What follows belongs to an exercise in optimizing a design on an open flow for small area, a short achievable clock period and few clock cycles; a production flow would make more cautious choices. Function was checked by simulation only, so behaviour that the tests miss may differ from the original. Power and IR drop assume default switching activity.

File: flow/run.sh
#!/bin/bash
# synth_recipe.tcl (not shown) runs the flow's synth.tcl, then flattens the netlist and writes it again
# the make line also repeats each setting of config.mk as NAME=value (left out here)
make -C /OpenROAD-flow-scripts/flow DESIGN_CONFIG=/design/flow/config.mk WORK_HOME=/design/flow/orfs CLKGATE_MAP_FILE= SYNTH_SCRIPT=/design/flow/synth_recipe.tcl finish
File: flow/config.mk
export PLATFORM = sky130hd
export DESIGN_NAME = merge_buf
export DESIGN_NICKNAME = merge_buf
export VERILOG_FILES = /design/flow/design.v
export SDC_FILE = /design/flow/constraint.sdc
export NUM_CORES = 4
export LEC_CHECK = 0
export CAP_MARGIN = 20
export CORE_MARGIN = 2
export CORE_UTILIZATION = 25
export SLEW_MARGIN = 20
File: flow/constraint.sdc
create_clock -name core_clock -period 13.0 [get_ports {clk}]
set_input_delay 2.6000 -clock core_clock [delete_from_list [all_inputs] [get_ports {clk}]]
set_output_delay 2.6000 -clock core_clock [all_outputs]
set_load 0.01 [all_outputs]
File: flow/design.v
module merge_buf (
    input  wire        clk,
    input  wire        rst,           
    input  wire        req_valid,
    output reg         req_ready,
    input  wire [1:0]  req_op,        
    input  wire [15:0] req_addr,      
    input  wire [63:0] req_wdata,
    input  wire [7:0]  req_wmask,     
    input  wire [7:0]  req_wpar,      
    output reg         rsp_valid,
    output reg  [63:0] rsp_data,
    output reg         rsp_poison,
    output reg         rsp_sbe,
    output reg         mem_en,
    output reg         mem_we,
    output reg  [15:0] mem_addr,
    output reg  [71:0] mem_wdata,
    input  wire        mem_gnt,       
    input  wire [71:0] mem_rdata
);
    localparam NENT = 8;
    localparam [1:0] OP_WRITE   = 2'd0;
    localparam [1:0] OP_READ    = 2'd1;
    localparam [1:0] OP_BARRIER = 2'd2;
    localparam [2:0] S_IDLE      = 3'd0;
    localparam [2:0] S_DRAIN_RD  = 3'd1;    
    localparam [2:0] S_DRAIN_MRG = 3'd2;    
    localparam [2:0] S_DRAIN_WR  = 3'd3;    
    localparam [2:0] S_READ_RSP  = 3'd4;    
    localparam [4:0] IDLE_LIMIT = 5'd16;
    localparam [511:0] HCOL = 512'hf8c73e3d3b372f1fe0d0c8c4c2c1b0a8a4a2a1989492918c8a898685837068646261585452514c4a49464543383432312c2a292625231c1a191615130e0d0b07;
    localparam [7:0] POISON_MASK = 8'h03;
    function [7:0] check_bits(input [63:0] d);
        integer i;
        begin
            check_bits = 8'h00;
            for (i = 0; i < 64; i = i + 1)
                if (d[i])
                    check_bits = check_bits ^ HCOL[8*i +: 8];
        end
    endfunction
    function [65:0] decode(input [71:0] cw);
        reg [7:0]  syn;
        reg [63:0] d;
        reg        sbe;
        integer i;
        begin
            syn = check_bits(cw[63:0]) ^ cw[71:64];
            d   = cw[63:0];
            sbe = 1'b0;
            for (i = 0; i < 64; i = i + 1)
                if (syn == HCOL[8*i +: 8]) begin
                    d[i] = ~d[i];
                    sbe  = 1'b1;
                end
            for (i = 0; i < 8; i = i + 1)
                if (syn == (8'h01 << i))
                    sbe = 1'b1;
            decode = {(syn != 8'h00) && !sbe, sbe, d};
        end
    endfunction
    function par_err(input [63:0] d, input [7:0] m, input [7:0] p);
        integer b;
        begin
            par_err = 1'b0;
            for (b = 0; b < 8; b = b + 1)
                if (m[b] && ((^d[8*b +: 8]) == p[b]))
                    par_err = 1'b1;
        end
    endfunction
    reg        e_valid [0:NENT-1];
    reg [15:0] e_addr  [0:NENT-1];
    reg [63:0] e_data  [0:NENT-1];
    reg [7:0]  e_mask  [0:NENT-1];
    reg [7:0]  e_par   [0:NENT-1];
    reg [4:0]  e_idle  [0:NENT-1];    
    reg [2:0]  e_age   [0:NENT-1];    
    reg [2:0]  state;
    reg [2:0]  drain_idx;             
    reg [71:0] wb_cw;                 
    reg        hit;
    reg [2:0]  hit_idx;
    reg        have_free;
    reg [2:0]  free_idx;
    reg [3:0]  n_valid;
    reg        have_valid;
    reg [2:0]  oldest_idx;
    reg        need_drain;            
    reg [2:0]  need_idx;
    integer i;
    always @(*) begin
        hit = 1'b0;        hit_idx = 3'd0;
        have_free = 1'b0;  free_idx = 3'd0;
        n_valid = 4'd0;
        have_valid = 1'b0; oldest_idx = 3'd0;
        need_drain = 1'b0; need_idx = 3'd0;
        for (i = NENT - 1; i >= 0; i = i - 1) begin
            if (e_valid[i]) begin
                n_valid = n_valid + 4'd1;
                if (e_addr[i] == req_addr) begin
                    hit = 1'b1;
                    hit_idx = i[2:0];
                end
                if (e_age[i] == 3'd0) begin
                    have_valid = 1'b1;
                    oldest_idx = i[2:0];
                end
                if (e_mask[i] == 8'hff || e_idle[i] >= IDLE_LIMIT) begin
                    need_drain = 1'b1;
                    need_idx = i[2:0];
                end
            end else begin
                have_free = 1'b1;
                free_idx = i[2:0];
            end
        end
    end
    reg       do_drain;        
    reg [2:0] drain_sel;
    reg       accept;
    reg       do_alloc;        
    reg       do_merge;        
    reg       do_full_write;   
    reg       do_read;         
    always @(*) begin
        do_drain = 1'b0; drain_sel = 3'd0;
        accept = 1'b0; do_alloc = 1'b0; do_merge = 1'b0;
        do_full_write = 1'b0; do_read = 1'b0;
        if (state == S_IDLE) begin
            if (need_drain) begin
                do_drain = 1'b1;
                drain_sel = need_idx;
            end else if (req_valid) begin
                case (req_op)
                    OP_WRITE: begin
                        if (req_wmask == 8'hff) begin
                            accept = mem_gnt;
                            do_full_write = 1'b1;
                        end else if (hit) begin
                            accept = 1'b1;
                            do_merge = 1'b1;
                        end else if (have_free) begin
                            accept = 1'b1;
                            do_alloc = 1'b1;
                        end else begin
                            do_drain = 1'b1;
                            drain_sel = oldest_idx;
                        end
                    end
                    OP_READ: begin
                        if (hit) begin
                            do_drain = 1'b1;
                            drain_sel = hit_idx;
                        end else begin
                            accept = mem_gnt;
                            do_read = 1'b1;
                        end
                    end
                    default: begin    
                        if (have_valid) begin
                            do_drain = 1'b1;
                            drain_sel = oldest_idx;
                        end else begin
                            accept = 1'b1;
                        end
                    end
                endcase
            end
        end
    end
    wire [65:0] rd_dec    = decode(mem_rdata);
    wire [63:0] rd_corr   = rd_dec[63:0];
    wire        rd_sbe    = rd_dec[64];
    wire        rd_ded    = rd_dec[65];
    reg [63:0] wb_data;
    reg        wb_poison;
    integer b;
    always @(*) begin
        for (b = 0; b < 8; b = b + 1)
            wb_data[8*b +: 8] = e_mask[drain_idx][b] ? e_data[drain_idx][8*b +: 8]
                                                     : rd_corr[8*b +: 8];
        wb_poison = rd_ded ||
                    par_err(e_data[drain_idx], e_mask[drain_idx], e_par[drain_idx]);
    end
    wire drain_full = (e_mask[drain_sel] == 8'hff);
    wire full_entry_poison = par_err(e_data[drain_sel], 8'hff, e_par[drain_sel]);
    wire full_write_poison = par_err(req_wdata, 8'hff, req_wpar);
    always @(*) begin
        mem_en = 1'b0;
        mem_we = 1'b0;
        mem_addr = req_addr;
        mem_wdata = 72'h0;
        req_ready = accept;
        if (state == S_DRAIN_RD) begin
            mem_en = 1'b1;
            mem_addr = e_addr[drain_idx];
        end else if (state == S_DRAIN_WR) begin
            mem_en = 1'b1;
            mem_we = 1'b1;
            mem_addr = e_addr[drain_idx];
            mem_wdata = wb_cw;
        end else if (do_drain && drain_full) begin
            mem_en = 1'b1;
            mem_we = 1'b1;
            mem_addr = e_addr[drain_sel];
            mem_wdata = {check_bits(e_data[drain_sel]) ^
                         (full_entry_poison ? POISON_MASK : 8'h00), e_data[drain_sel]};
        end else if (do_full_write) begin
            mem_en = 1'b1;
            mem_we = 1'b1;
            mem_wdata = {check_bits(req_wdata) ^ (full_write_poison ? POISON_MASK : 8'h00),
                         req_wdata};
        end else if (do_read) begin
            mem_en = 1'b1;
        end
    end
    reg       free_now;
    reg [2:0] free_idx_now;
    always @(*) begin
        free_now = 1'b0;
        free_idx_now = 3'd0;
        if (state == S_DRAIN_WR && mem_gnt) begin
            free_now = 1'b1;
            free_idx_now = drain_idx;
        end else if (do_drain && drain_full && mem_gnt) begin
            free_now = 1'b1;
            free_idx_now = drain_sel;
        end else if (do_full_write && hit && mem_gnt) begin
            free_now = 1'b1;    
            free_idx_now = hit_idx;
        end
    end
    integer n, m;    
    always @(posedge clk) begin
        if (rst) begin
            state <= S_IDLE;
            drain_idx <= 3'd0;
            rsp_valid <= 1'b0;
            for (n = 0; n < NENT; n = n + 1) begin
                e_valid[n] <= 1'b0;
                e_idle[n]  <= 5'd0;
                e_age[n]   <= 3'd0;
            end
        end else begin
            rsp_valid <= 1'b0;
            for (n = 0; n < NENT; n = n + 1)
                if (e_valid[n] && e_idle[n] < IDLE_LIMIT)
                    e_idle[n] <= e_idle[n] + 5'd1;
            if (free_now) begin
                e_valid[free_idx_now] <= 1'b0;
                for (n = 0; n < NENT; n = n + 1)
                    if (e_valid[n] && e_age[n] > e_age[free_idx_now])
                        e_age[n] <= e_age[n] - 3'd1;
            end
            case (state)
                S_IDLE: begin
                    if (do_drain && !drain_full) begin
                        drain_idx <= drain_sel;
                        state <= S_DRAIN_RD;
                    end
                    if (do_read && mem_gnt)
                        state <= S_READ_RSP;
                    if (do_merge) begin
                        for (m = 0; m < 8; m = m + 1)
                            if (req_wmask[m]) begin
                                e_data[hit_idx][8*m +: 8] <= req_wdata[8*m +: 8];
                                e_par[hit_idx][m] <= req_wpar[m];
                            end
                        e_mask[hit_idx] <= e_mask[hit_idx] | req_wmask;
                        e_idle[hit_idx] <= 5'd0;
                    end
                    if (do_alloc) begin
                        e_valid[free_idx] <= 1'b1;
                        e_addr[free_idx]  <= req_addr;
                        e_data[free_idx]  <= req_wdata;
                        e_mask[free_idx]  <= req_wmask;
                        e_par[free_idx]   <= req_wpar;
                        e_idle[free_idx]  <= 5'd0;
                        e_age[free_idx]   <= n_valid[2:0];
                    end
                end
                S_DRAIN_RD: begin
                    if (mem_gnt)
                        state <= S_DRAIN_MRG;
                end
                S_DRAIN_MRG: begin
                    wb_cw <= {check_bits(wb_data) ^ (wb_poison ? POISON_MASK : 8'h00), wb_data};
                    state <= S_DRAIN_WR;
                end
                S_DRAIN_WR: begin
                    if (mem_gnt)
                        state <= S_IDLE;
                end
                S_READ_RSP: begin
                    rsp_valid  <= 1'b1;
                    rsp_data   <= rd_ded ? mem_rdata[63:0] : rd_corr;
                    rsp_poison <= rd_ded;
                    rsp_sbe    <= rd_sbe;
                    state <= S_IDLE;
                end
                default: state <= S_IDLE;
            endcase
        end
    end
endmodule
==> flow_summary.yaml <==
clock_tree:
  cts_setup_buffers: 0
  cts_inserted_buffers: 105
  clock_latency_ps: 770
  h-tree-depth: 3
  clkSinkCount: 988
  clockBufferDepth: 3
  hold_buffers: 0
  clk_pin_slew_worst_paths_ps: 60
  cts_root_buf: "clkbuf_16"
  cts_tree: "done"
worst_setup_path:
  criticalPathCategory: "in -> out"
  r2r_end: "e_age[5][0]"
  worstPathRequired_ps: 10400
  crit_path_end_kind: "output port"
  cp.arrival_ps: 10110
  cp-start-kind: "input port"
  rr_worst_depth: 22
  cp_max_fo: 25
  rrSetupSlack_ps: 5010
  rr_startpoint: "e_addr[2][9]"
power_and_ir_drop:
  power.leakage_uw: 0.0225
  switching_share_pct: 32.6
  p_total_uw: 9400
  clkPwrFrac_pct: 34.1
  powerDensity_nw_per_um2: 135
  switching_power_uw: 3060
  combPwrFrac_pct: 28.0
  ir_drop_mv: 0.107
  p_int_uw: 6340
  seq_power_share_pct: 38.0
global_route:
  grtUsageTotal_pct: 19.1
  grt_overflow: 0
  grt_pass1_wl_mm: 324
  grt_pass1_vias: 41500
  antenna_found_initial: 41
  grt_max_degree: 68
yosys:
  synth_top_area_share_pct: 48.5
  syn-num-nets: 5002
  ys_seq_elements: 988
  avgSynthCellArea_um2: 12.2
  synthesis.area_um2: 58100
  synth_flop_cell: "edfxtp_1"
  async_flop_share_pct: 0
  yosysUniqueCellTypes: 96
  synth_cells: 4772
  synth_edf_count: 938
  synth_seq_area_share_pct: 50.2
  yosys_warnings: 1
  ys_top_cells_by_area: "edfxtp_1 48%, xnor2_1 10%, mux4_2 7.4%, mux2i_1 6.9%, nand2_1 3.2%"
  yosysTopAreaCell: "edfxtp_1"
sta:
  whs_ps: 479
  relSlewSlack_pct: 13.7
  fin_crit_sh_pct: 97.8
  finalSetupTns_ps: 0
  timing.fmax_mhz: 78.7
  rsz0062_at_grt: "no"
  finalSetupViolCount: 0
  finClkSkew_ps: 61.1
  timing.final.ws_setup_ps: 291
  fin_crit_ps: 12710
  worst_pin_slew_ps: 1270
  maxSlewViolCount: 0
  hold_viol: 0
routing:
  avgRoutedWirePerCell_um: 28.3
  vias_per_cell: 5.23
  drc: 0
  num_vias: 43300
  wirelength_mm: 234
  antenna_left: 0
  drtIter0Drc: 6068
  firstDrtPassIters: 10
floorplanning:
  die_w_um: 486
  rows: 176
  initial_utilization_pct: 25.2
  core-area_um2: 231000
  dieArea_um2: 236000
  pin_count: 332
  dieHeight_um: 486
final_layout:
  final_cell_mix: "938 x edfxtp_1, 665 x xnor2_1, 494 x nand2_1"
  stdcell_count: 8280
  layout_commonest_cell: "edfxtp_1"
  drive_gt1_share_pct: 13.6
  area_growth_syn_to_layout_pct: 19.6
  nNetsFinal: 5373
worst_hold_path:
  hold_start: "drain_idx[2]"
  min_path_cells: 2
  hp-class: "reg -> reg"
place:
  dp.final_hpwl_mm: 174
  gp_congestion: 0.968
  dp.cells: 8057
  post-place-ws_ps: 101
  port_buffers: 331
flow_run:
  drv_cap: 0
status:
  status: "finished clean"
## cells in the mapped netlist (10+ instances only)
| master | n |
|---|---|
| a32o_1 | 12 |
| nor2_1 | 359 |
| inv_1 | 148 |
| buf_1 | 41 |
| mux2i_1 | 399 |
| a222oi_1 | 42 |
| xnor2_1 | 668 |
| mux2_2 | 69 |
| clkbuf_1 | 130 |
| ha_1 | 56 |
| a22oi_1 | 32 |
| o221ai_1 | 10 |
| or4_1 | 12 |
| nand2_1 | 495 |
| and2_1 | 23 |
| a221oi_1 | 24 |
| nand4_1 | 70 |
| and3_1 | 32 |
| nand3_1 | 206 |
| or2_2 | 13 |
| o22ai_1 | 26 |
| a211oi_1 | 10 |
| nor2b_1 | 21 |
| buf_6 | 22 |
| xnor3_1 | 15 |
| xor2_1 | 208 |
| buf_2 | 42 |
| dfxtp_1 | 50 |
| mux4_2 | 192 |
| a21oi_1 | 43 |
| edfxtp_1 | 938 |
| o21ai_1 | 10 |
| o21ai_0 | 116 |
| buf_4 | 15 |
| nor3_1 | 40 |
## registers in the layout, summed over array words and instances (netlist names), named ones only
name and cells:
rsp_data 64, rsp_valid 1, e_idle 40, rsp_sbe 1, e_valid 8, e_data 512
e_age 24, e_par 64, wb_cw 72, state 3, e_addr 128, drain_idx 3
e_mask 64, rsp_poison 1
## layout make-up
cell class / count / area [µm²]
clock inverter: 76 / 860
clock buffer: 124 / 2730
timing repair buffer: 517 / 4980
fill: 23100 / 161000
antenna: 18 / 45.0
tap: 3026 / 3790
multi-input combinational: 3382 / 27300
inverter: 149 / 559
sequential: 988 / 29200
## metal layers
| layer | GRT usage, % | routed length (µm) | vias up |
|---|---|---|---|
| li1 | - | - | 18300 |
| met1 | 24.8 | 92100 | 21800 |
| met2 | 30.5 | 107000 | 2687 |
| met3 | 4.38 | 24200 | 480 |
| met4 | 7.74 | 10700 | 28 |
| met5 | 0 | 164 | - |
## kinds of logic after synthesis
family	synth area share, %
DFF	50.2
AOI/OAI and AO/OA	5.33
and+or+nand+nor	10.5
xor gates and xnor gates	13.9
buffers and inverters	3.11
muxes	15.7
adders and majority gates	1.21
## worst max path at each step
stage	startpoint	end	slack [ps]
after global routing	req_addr[13]	mem_wdata[65]	100
after CTS	req_addr[9]	mem_wdata[65]	110
final	req_addr[3]	mem_wdata[65]	290
after floorplan	rst	wb_cw[0]	2080
after global placement	req_addr[9]	mem_wdata[65]	90
after detailed placement	req_addr[9]	mem_wdata[65]	100
## through the flow
stage | cell area [µm²] | utilization (%)
5_1_grt | 69500 | 30.1
6_report | 69500 | 30.1
4_1_cts | 69300 | 30.0
3_5_place_dp | 65700 | 28.5
2_1_floorplan | 58100 | -
3_3_place_gp | 65600 | 28.5
## timing repair
item	CTS	global route
endpoints found under the hold margin	0	0
gates resized for setup	0	10
endpoints found under the setup margin	0	1
## power groups by stage
stage	Combinational (µW)	Clock [µW]	Sequential, µW
after floorplan	1620	0	3630
after global placement	2570	0	3640
after detailed placement	2550	0	3640
after CTS	2560	3230	3570
after global routing	2740	3360	3570
final	2630	3200	3570
## worst max-delay path: stages
cell and delay, ps:
clkdlybuf4s50_1 640, buf_4 290, xnor2_1 490, nand4_1 130
or4_1 640, o22a_1 270, nand4_1 270, o311a_1 350
and2_4 550, buf_4 330, nand2_1 80, a32o_1 280
a311oi_2 300, xor2_1 270, xnor2_2 110, xnor2_1 370
buf_4 210, xor2_1 140, or4_4 540, xnor2_1 160
o21ai_2 320, buf_4 180, clkdlybuf4s50_1 520
Testbench counts, summed over its fixed seeds: cycles 177,190.

-- what the ideal ports hide --
The flow's constraints put no driver on any port. The routed layout listed below was extracted and timed again, unchanged, in two steps.
Step 1: set_driving_cell puts a clkbuf_16 on clk and a buf_2 on each other input, an assumption about the parent block.
Step 2 times the ports against the registers' clock, not the clock port: input delays grow and output delays shrink by t, the midpoint of the rising clock arrivals with the driver on.
Slacks: ideal / step 1 / step 2; pairs: ideal / step 1.
t (ns): 0.826
setup slack, ns: 0.291 / 0.240 / 0.240
hold slack, ns: 0.479 / 0.479 / 0.479
slew at the worst register clock pin (ns): 0.07 / 0.07
cell pins on the clock port's net: 1
After both steps setup and hold are still met in this run. The setup slack of this run moves by -0.051 ns with the drivers and by -0.051 ns with both steps.
